From an optimization exercise on the open Yosys and OpenROAD flow, aimed at small area, a short achievable clock period and few clock cycles per item; shortcuts taken in it are not production practice.
RTL that was checked went through simulation tests only; none was proved equivalent to the original.
Power and IR drop assume default switching activity.

Design boholt_dec, start of the top module:
module boholt_dec (
    input  wire        clk,
    input  wire        rst,
    input  wire        in_valid,
    input  wire [31:0] in_data,
    input  wire        in_last,
    output reg         in_ready,
    output reg         out_valid,
    output reg  [15:0] out_item,
    output reg         done,
    output wire [2:0]  res_fault,
    output wire [12:0] res_fault_pos,
    output wire        res_crc_bad,
    output wire [12:0] res_count,
    output wire        hist_we,
    output wire [11:0] hist_waddr,
    output wire [15:0] hist_wdata,
    output reg         hist_re,
    output reg  [11:0] hist_raddr,
    input  wire [15:0] hist_rdata
);
Settings: LEC_CHECK=0, CAP_MARGIN=20, CORE_MARGIN=2, CORE_UTILIZATION=60, CTS_BUF_LIST=sky130_fd_sc_hd__clkbuf_4 sky130_fd_sc_hd__clkbuf_8, PLACE_DENSITY=0.75, SETUP_SLACK_MARGIN=5, SLEW_MARGIN=20, TNS_END_PERCENT=10; clock period 12.0 ns.
standard.sh (not shown) runs the stock make flow with config.mk's settings and CLKGATE_MAP_FILE= SYNTH_SCRIPT=/design/flow/synth_recipe.tcl, a recipe that flattens the netlist after the stock synthesis.
==> flow/flow/run.sh <==
#!/bin/bash
# The standard layout (standard.sh, with its synthesis unchanged), with
#  - each port buffered, as the standard flow does, with the smallest buffer
#    cell (timing repair resizes it where needed).
# Every tool's output goes to standard.log in this folder.
set -euo pipefail
MARGIN=8.0
sed "s/SETUP_SLACK_MARGIN=[0-9.]*/SETUP_SLACK_MARGIN=$MARGIN/" standard.sh > standard_margin.sh
export BUFFER_PORTS_ARGS="-buffer_cell sky130_fd_sc_hd__buf_1"
bash standard_margin.sh > standard.log 2>&1
The first run passed the timing, DRC and antenna checks.
Testbench counts at the start, summed over its fixed seeds: cycles 183,811, items 178,205.
Rerun with:
--- a/flow/config.mk
+++ b/flow/config.mk
@@ -10,6 +10,7 @@
 export CORE_UTILIZATION = 60
 export CTS_BUF_LIST = sky130_fd_sc_hd__clkbuf_4 sky130_fd_sc_hd__clkbuf_8
+export CTS_CLUSTER_DIAMETER = 60
+export CTS_CLUSTER_SIZE = 16
 export PLACE_DENSITY = 0.75
 export SETUP_SLACK_MARGIN = 5
 export SLEW_MARGIN = 20
-export TNS_END_PERCENT = 10
Effect: Synthesized cell count stays the same. Wire length came out lower by 0.88%. Die area does not change. Area after synthesis stays the same. Setup slack gets better by 0.093 ns. Via count barely changes.
Rerun with:
--- a/flow/config.mk
+++ b/flow/config.mk
@@ -6,10 +6,9 @@
 export NUM_CORES = 4
 export LEC_CHECK = 0
+export ABC_AREA = 1
 export CAP_MARGIN = 20
 export CORE_MARGIN = 2
 export CORE_UTILIZATION = 60
 export CTS_BUF_LIST = sky130_fd_sc_hd__clkbuf_4 sky130_fd_sc_hd__clkbuf_8
-export CTS_CLUSTER_DIAMETER = 60
-export CTS_CLUSTER_SIZE = 16
 export PLACE_DENSITY = 0.75
 export SETUP_SLACK_MARGIN = 5
What happened: Power is higher by 21%. Design area rose by 3.0%. Clock-buffer cell count increases by 36.

========
## oak
Starting RTL as in the previous note.
export LEC_CHECK = 0
export CAP_MARGIN = 20
export CORE_MARGIN = 2
export CORE_UTILIZATION = 60
export CTS_BUF_LIST = sky130_fd_sc_hd__clkbuf_4 sky130_fd_sc_hd__clkbuf_8
export PLACE_DENSITY = 0.75
export SETUP_SLACK_MARGIN = 5
export SLEW_MARGIN = 20
create_clock -name core_clock -period 12.0 [get_ports {clk}]
==> flow/flow/run.sh <==
#!/bin/bash
# The standard layout (standard.sh, with its synthesis unchanged), with
#  - each port buffered, as the standard flow does, with the smallest buffer
#    cell (timing repair resizes it where needed).
# Every tool's output goes to standard.log in this folder.
set -euo pipefail
MARGIN=8.25
sed "s/SETUP_SLACK_MARGIN=[0-9.]*/SETUP_SLACK_MARGIN=$MARGIN/" standard.sh > standard_margin.sh
export BUFFER_PORTS_ARGS="-buffer_cell sky130_fd_sc_hd__buf_1"
bash standard_margin.sh > standard.log 2>&1
Testbench counts of oak, summed over its fixed seeds: cycles 183,811, items 178,205.
Changes in pine relative to oak:
- removing CTS_BUF_LIST (formerly sky130_fd_sc_hd__clkbuf_4 sky130_fd_sc_hd__clkbuf_8)
-- flow/flow/run.sh --
<<< oak, line 6
set -euo pipefail
MARGIN=8.25
sed "s/SETUP_SLACK_MARGIN=[0-9.]*/SETUP_SLACK_MARGIN=$MARGIN/" standard.sh > standard_margin.sh
>>> pine, line 6
set -euo pipefail
MARGIN=8.0
sed "s/SETUP_SLACK_MARGIN=[0-9.]*/SETUP_SLACK_MARGIN=$MARGIN/" standard.sh > standard_margin.sh
Notes after the runs:
- pine went all the way through synthesis, placement and routing and the layout is clean on timing, DRC and antenna.
- Where worst setup slack is concerned, oak is better than pine.
- Looking at global-route met3 utilization, pine sits below oak.
- pine — number of iterations in the first detailed-routing pass 2 lower, oak as reference
Input changes introduced in birch (baseline for comparison: pine):
- CTS_BUF_LIST: unset -> sky130_fd_sc_hd__clkbuf_4 sky130_fd_sc_hd__clkbuf_8
- GPL_ROUTABILITY_DRIVEN: unset -> 0
birch completed end to end with timing, DRC and antenna clean. From pine to birch the numbers moved as follows: number of buffer and inverter instances along the worst setup path has decreased; sequential share of power has increased; area growth from synthesis to layout has increased. Diff pine and birch: worst endpoint data arrival time higher in birch. [birch vs pine] final antenna diode count: higher in birch. Timing-limited maximum frequency (lower): birch. Relative to pine, the net count of the finished layout of birch is higher by 0.82%. Layout cell share with drive strength beyond 1 was lower in the run labelled pine. birch against pine: combinational power share rose 0.8 points; top fanout value on the critical path fell 58. The run showing the smaller fraction of power consumed by the clock network is birch.

========
== the baseline ==
Another version of the RTL of boholt_dec (not shown whole).
Size in the first run: about 2400 cells after synthesis, roughly 140 I/O pins, about 23000 sq um of cells after synthesis.
==> flow/design.v (excerpt) <==
module boholt_dec (
    input  wire        clk,
    input  wire        rst,
    input  wire        in_valid,
    input  wire [31:0] in_data,
    input  wire        in_last,
    output wire        in_ready,
    output reg         out_valid,
    output reg  [15:0] out_item,
    output reg         done,
    output wire [2:0]  res_fault,
    output wire [12:0] res_fault_pos,
    output wire        res_crc_bad,
    output wire [12:0] res_count,
    output wire        hist_we,
    output wire [11:0] hist_waddr,
    output wire [15:0] hist_wdata,
    output wire        hist_re,
    output wire [11:0] hist_raddr,
    input  wire [15:0] hist_rdata
);
Settings: LEC_CHECK=0, ABC_CLOCK_PERIOD_IN_PS=3000, CAP_MARGIN=20, CORE_MARGIN=2, CORE_UTILIZATION=40, PLACE_DENSITY=0.6, SETUP_SLACK_MARGIN=5, SLEW_MARGIN=20; clock period 12.0 ns.
run.sh (not shown) runs the stock make flow with config.mk's settings and CLKGATE_MAP_FILE= SYNTH_SCRIPT=/design/flow/synth_recipe.tcl, a recipe that flattens the netlist after the stock synthesis.
Stock flow here: none of the scripts above is used.
Input-level comparison between the candidate and the baseline:
Settings: ABC_CLOCK_PERIOD_IN_PS: 3000 -> unset.
==> flow/flow/run.sh (new file) <==
#!/bin/bash
set -euo pipefail
MARGIN=${MARGIN:-7.5}
sed "s/SETUP_SLACK_MARGIN=[0-9.]*/SETUP_SLACK_MARGIN=$MARGIN/" standard.sh > standard_margin.sh
bash standard_margin.sh > standard.log 2>&1
==> flow/standard.sh (new file) <==
#!/bin/bash
# synth_recipe.tcl (not shown) runs the flow's synth.tcl, then flattens the netlist and writes it again
# the make line also repeats each setting of config.mk as NAME=value (left out here)
make -C /OpenROAD-flow-scripts/flow DESIGN_CONFIG=/design/flow/config.mk WORK_HOME=/design/flow/orfs CLKGATE_MAP_FILE= SYNTH_SCRIPT=/design/flow/synth_recipe.tcl "${@:-finish}"
removed: flow/run.sh
Results
- Per the comparison of the candidate with the baseline, detailed-routing iteration count for the pre-antenna-repair pass moved down, area overhead of the layout relative to synthesis moved up.
- From the candidate to the baseline, async set-or-reset flop fraction in the synthesized netlist did not move at all.
No run of this note included a check of the RTL's function; only the layout flow was run.

========
boholt_dec with an RTL version that a note above also has.
Size in the first run: roughly 280 flip-flops, roughly 140 I/O pins, about 0.022 sq mm of cells after synthesis.
export LEC_CHECK = 0
export CAP_MARGIN = 20
export CORE_MARGIN = 2
export CORE_UTILIZATION = 60
export CTS_BUF_LIST = sky130_fd_sc_hd__clkbuf_4 sky130_fd_sc_hd__clkbuf_8
export PLACE_DENSITY = 0.75
export SETUP_SLACK_MARGIN = 5
export SLEW_MARGIN = 20
create_clock -name core_clock -period 12.0 [get_ports {clk}]
standard.sh (not shown) runs the stock make flow with config.mk's settings and CLKGATE_MAP_FILE= SYNTH_SCRIPT=/design/flow/synth_recipe.tcl, a recipe that flattens the netlist after the stock synthesis.
==> flow/flow/run.sh <==
#!/bin/bash
# The standard layout (standard.sh, with its synthesis unchanged), with
#  - each port buffered, as the standard flow does, with the smallest buffer
#    cell (timing repair resizes it where needed).
# Every tool's output goes to standard.log in this folder.
set -euo pipefail
MARGIN=7.75
sed "s/SETUP_SLACK_MARGIN=[0-9.]*/SETUP_SLACK_MARGIN=$MARGIN/" standard.sh > standard_margin.sh
export BUFFER_PORTS_ARGS="-buffer_cell sky130_fd_sc_hd__buf_1"
bash standard_margin.sh > standard.log 2>&1
The starting point ran to the end with no violations.
Testbench counts at the start, summed over its fixed seeds: cycles 183,811, items 178,205.
Edit:
--- a/flow/flow/run.sh
+++ b/flow/flow/run.sh
@@ -6,3 +6,3 @@
 set -euo pipefail
-MARGIN=7.75
+MARGIN=8.0
 sed "s/SETUP_SLACK_MARGIN=[0-9.]*/SETUP_SLACK_MARGIN=$MARGIN/" standard.sh > standard_margin.sh
Settings changed: CORE_UTILIZATION 60 to 75, PLACE_DENSITY 0.75 to 0.85.
Result: The changed run finished with timing, DRC and antenna clean; clock power drops by roughly a tenth; combinational power stays flat; worst setup slack improved by 0.15 ns; die area drops by about a fifth; register-to-register slack improved by 0.15 ns.
Edit:
Settings changed: CORE_UTILIZATION 75 to 60, PLACE_DENSITY 0.85 to 0.75.
Outcome: Clock-buffer cell count rises by 6. Worst setup slack is better by 0.0050 ns. Synthesized area does not change. Worst hold slack hardly moves.
Edit:
Settings changed: CTS_BUF_LIST sky130_fd_sc_hd__clkbuf_4 sky130_fd_sc_hd__clkbuf_8 to sky130_fd_sc_hd__clkbuf_8 sky130_fd_sc_hd__clkbuf_16, CTS_CLUSTER_DIAMETER set to 60, CTS_CLUSTER_SIZE set to 20.
Result:
- fmax decreases by about 0.4%
- synthesized area is unchanged
- total power decreases by 1.1%
- global-route usage decreases by 0.48 points
- first-iteration DRC count decreases by about 8%
- hold slack is worse by 0.0073 ns
- die area stays the same
- core utilization decreases by 0.53 points
- critical path depth does not change

========
Another version of the RTL of boholt_dec (not shown whole).
Size in the first run: roughly 2300 cells after synthesis, ~140 I/O pins, roughly 22000 um^2 of cells after synthesis.
// boholt_dec
module boholt_dec (
    input  wire        clk,
    input  wire        rst,
    input  wire        in_valid,
    input  wire [31:0] in_data,
    input  wire        in_last,
    output reg         in_ready,
    output reg         out_valid,
    output reg  [15:0] out_item,
    output reg         done,
    output wire [2:0]  res_fault,
    output wire [12:0] res_fault_pos,
    output wire        res_crc_bad,
    output wire [12:0] res_count,
    output wire        hist_we,
    output wire [11:0] hist_waddr,
    output wire [15:0] hist_wdata,
    output reg         hist_re,
    output reg  [11:0] hist_raddr,
    input  wire [15:0] hist_rdata
);
    localparam [15:0] SYNC = 16'hB0B7;
    localparam [31:0] CRC_RESIDUE = 32'hDEBB20E3;
    localparam [2:0] F_NONE     = 3'd0,
                     F_ILLEGAL  = 3'd1,
                     F_DISTANCE = 3'd2,
                     F_OVERRUN  = 3'd3,
                     F_TRUNC    = 3'd4,
                     F_HEADER   = 3'd5;
    localparam [1:0] S_HDR   = 2'd0,    
                     S_CHK   = 2'd1,    
                     S_BODY  = 2'd2,    
                     S_DRAIN = 2'd3;    
    localparam [2:0] T_LIT   = 3'd0,
                     T_SRUN  = 3'd1,
                     T_LRUN  = 3'd2,
                     T_MATCH = 3'd3,
                     T_EOB   = 3'd4,
                     T_ILL   = 3'd5,
  ...
clock: 12.0 ns
lec_check: 0
cap_margin: 20
core_margin: 2
core_utilization: 40
place_density: 0.6
setup_slack_margin: 5
slew_margin: 20
==> flow/flow/run.sh <==
#!/bin/bash
# The standard layout (standard.sh, with its synthesis unchanged), with
#  - each port buffered, as the standard flow does, with the smallest buffer
#    cell (timing repair resizes it where needed).
# Every tool's output goes to standard.log in this folder.
set -euo pipefail
MARGIN=8.5
sed "s/SETUP_SLACK_MARGIN=[0-9.]*/SETUP_SLACK_MARGIN=$MARGIN/" standard.sh > standard_margin.sh
export BUFFER_PORTS_ARGS="-buffer_cell sky130_fd_sc_hd__buf_2"
bash standard_margin.sh > standard.log 2>&1
Next try:
==> flow/flow/run.sh (replaced) <==
#!/bin/bash
set -euo pipefail
MARGIN=${MARGIN:-8.0}
sed "s/SETUP_SLACK_MARGIN=[0-9.]*/SETUP_SLACK_MARGIN=$MARGIN/" standard.sh > standard_margin.sh
bash standard_margin.sh > standard.log 2>&1
Wire length falls by 3.9%. Count of clock-buffer cells in the layout falls by 1. Non-clock buffer count falls by 128. Worst setup slack is worse by 0.22 ns. Worst hold slack is better by 0.0044 ns. Final area falls by 6.9%. Area after synthesis stays the same. Sequential power hardly moves.
Function was not checked in any run of this note: the RTL went through the layout flow alone.

==> afterwards: timing with drivers on the ports <==
No port has a modelled driver above. Below, the same layouts with a new extraction and two added sets of constraints.
Step 1, drivers: a clkbuf_16 drives clk and a buf_2 each remaining input, both assumed.
Step 2, shift: input delay + t, output delay - t, t = (earliest + latest rising clock arrival at the registers) / 2. This alone moves slack from input paths to output paths.
Three values: no drivers, after step 1, after step 2; two values: the first two.
run	t, ns	setup WS [ns]	hold slack, ns	worst setup path at the end	worst data-port slew with drivers (ns)
the first run of note 1	0.702	7.957 / 7.906 / 8.002	0.477 / 0.477 / 0.477	register to register	0.04
the second run of note 1	0.709	8.050 / 8.002 / 8.151	0.479 / 0.479 / 0.479	register to register	0.04
the third run of note 1	0.679	8.047 / 8.047 / 8.038	0.464 / 0.464 / 0.464	input to register	0.07
oak	0.683	8.115 / 8.062 / 8.010	0.478 / 0.478 / 0.478	input to register	0.04
pine	0.589	8.074 / 8.033 / 8.074	0.477 / 0.477 / 0.477	register to register	0.04
birch	0.687	7.934 / 7.934 / 7.934	0.474 / 0.474 / 0.474	register to register	0.04
the baseline	0.621	5.416 / 5.372 / 5.416	0.487 / 0.487 / 0.487	register to register	0.06
the candidate	0.617	6.526 / 6.466 / 6.545	0.488 / 0.488 / 0.488	register to register	0.04
the first run of note 4	0.696	7.915 / 7.915 / 7.890	0.481 / 0.481 / 0.481	input to register	0.04
the second run of note 4	0.635	8.060 / 8.009 / 8.062	0.477 / 0.477 / 0.477	register to register	0.05
the third run of note 4	0.683	8.065 / 8.018 / 8.130	0.479 / 0.479 / 0.479	register to register	0.04
the fourth run of note 4	0.637	8.048 / 7.993 / 8.122	0.472 / 0.472 / 0.472	register to register	0.04
the first run of note 5	0.607	8.249 / 8.224 / 7.889	0.451 / 0.451 / 0.451	input to register	0.04
the second run of note 5	0.615	8.032 / 7.973 / 7.589	0.455 / 0.455 / 0.455	input to register	0.04
After both steps every run listed still meets setup and hold. For the second run of note 5, which loses most, drivers alone change the setup slack by -0.059 ns; drivers and shift together by -0.443 ns.
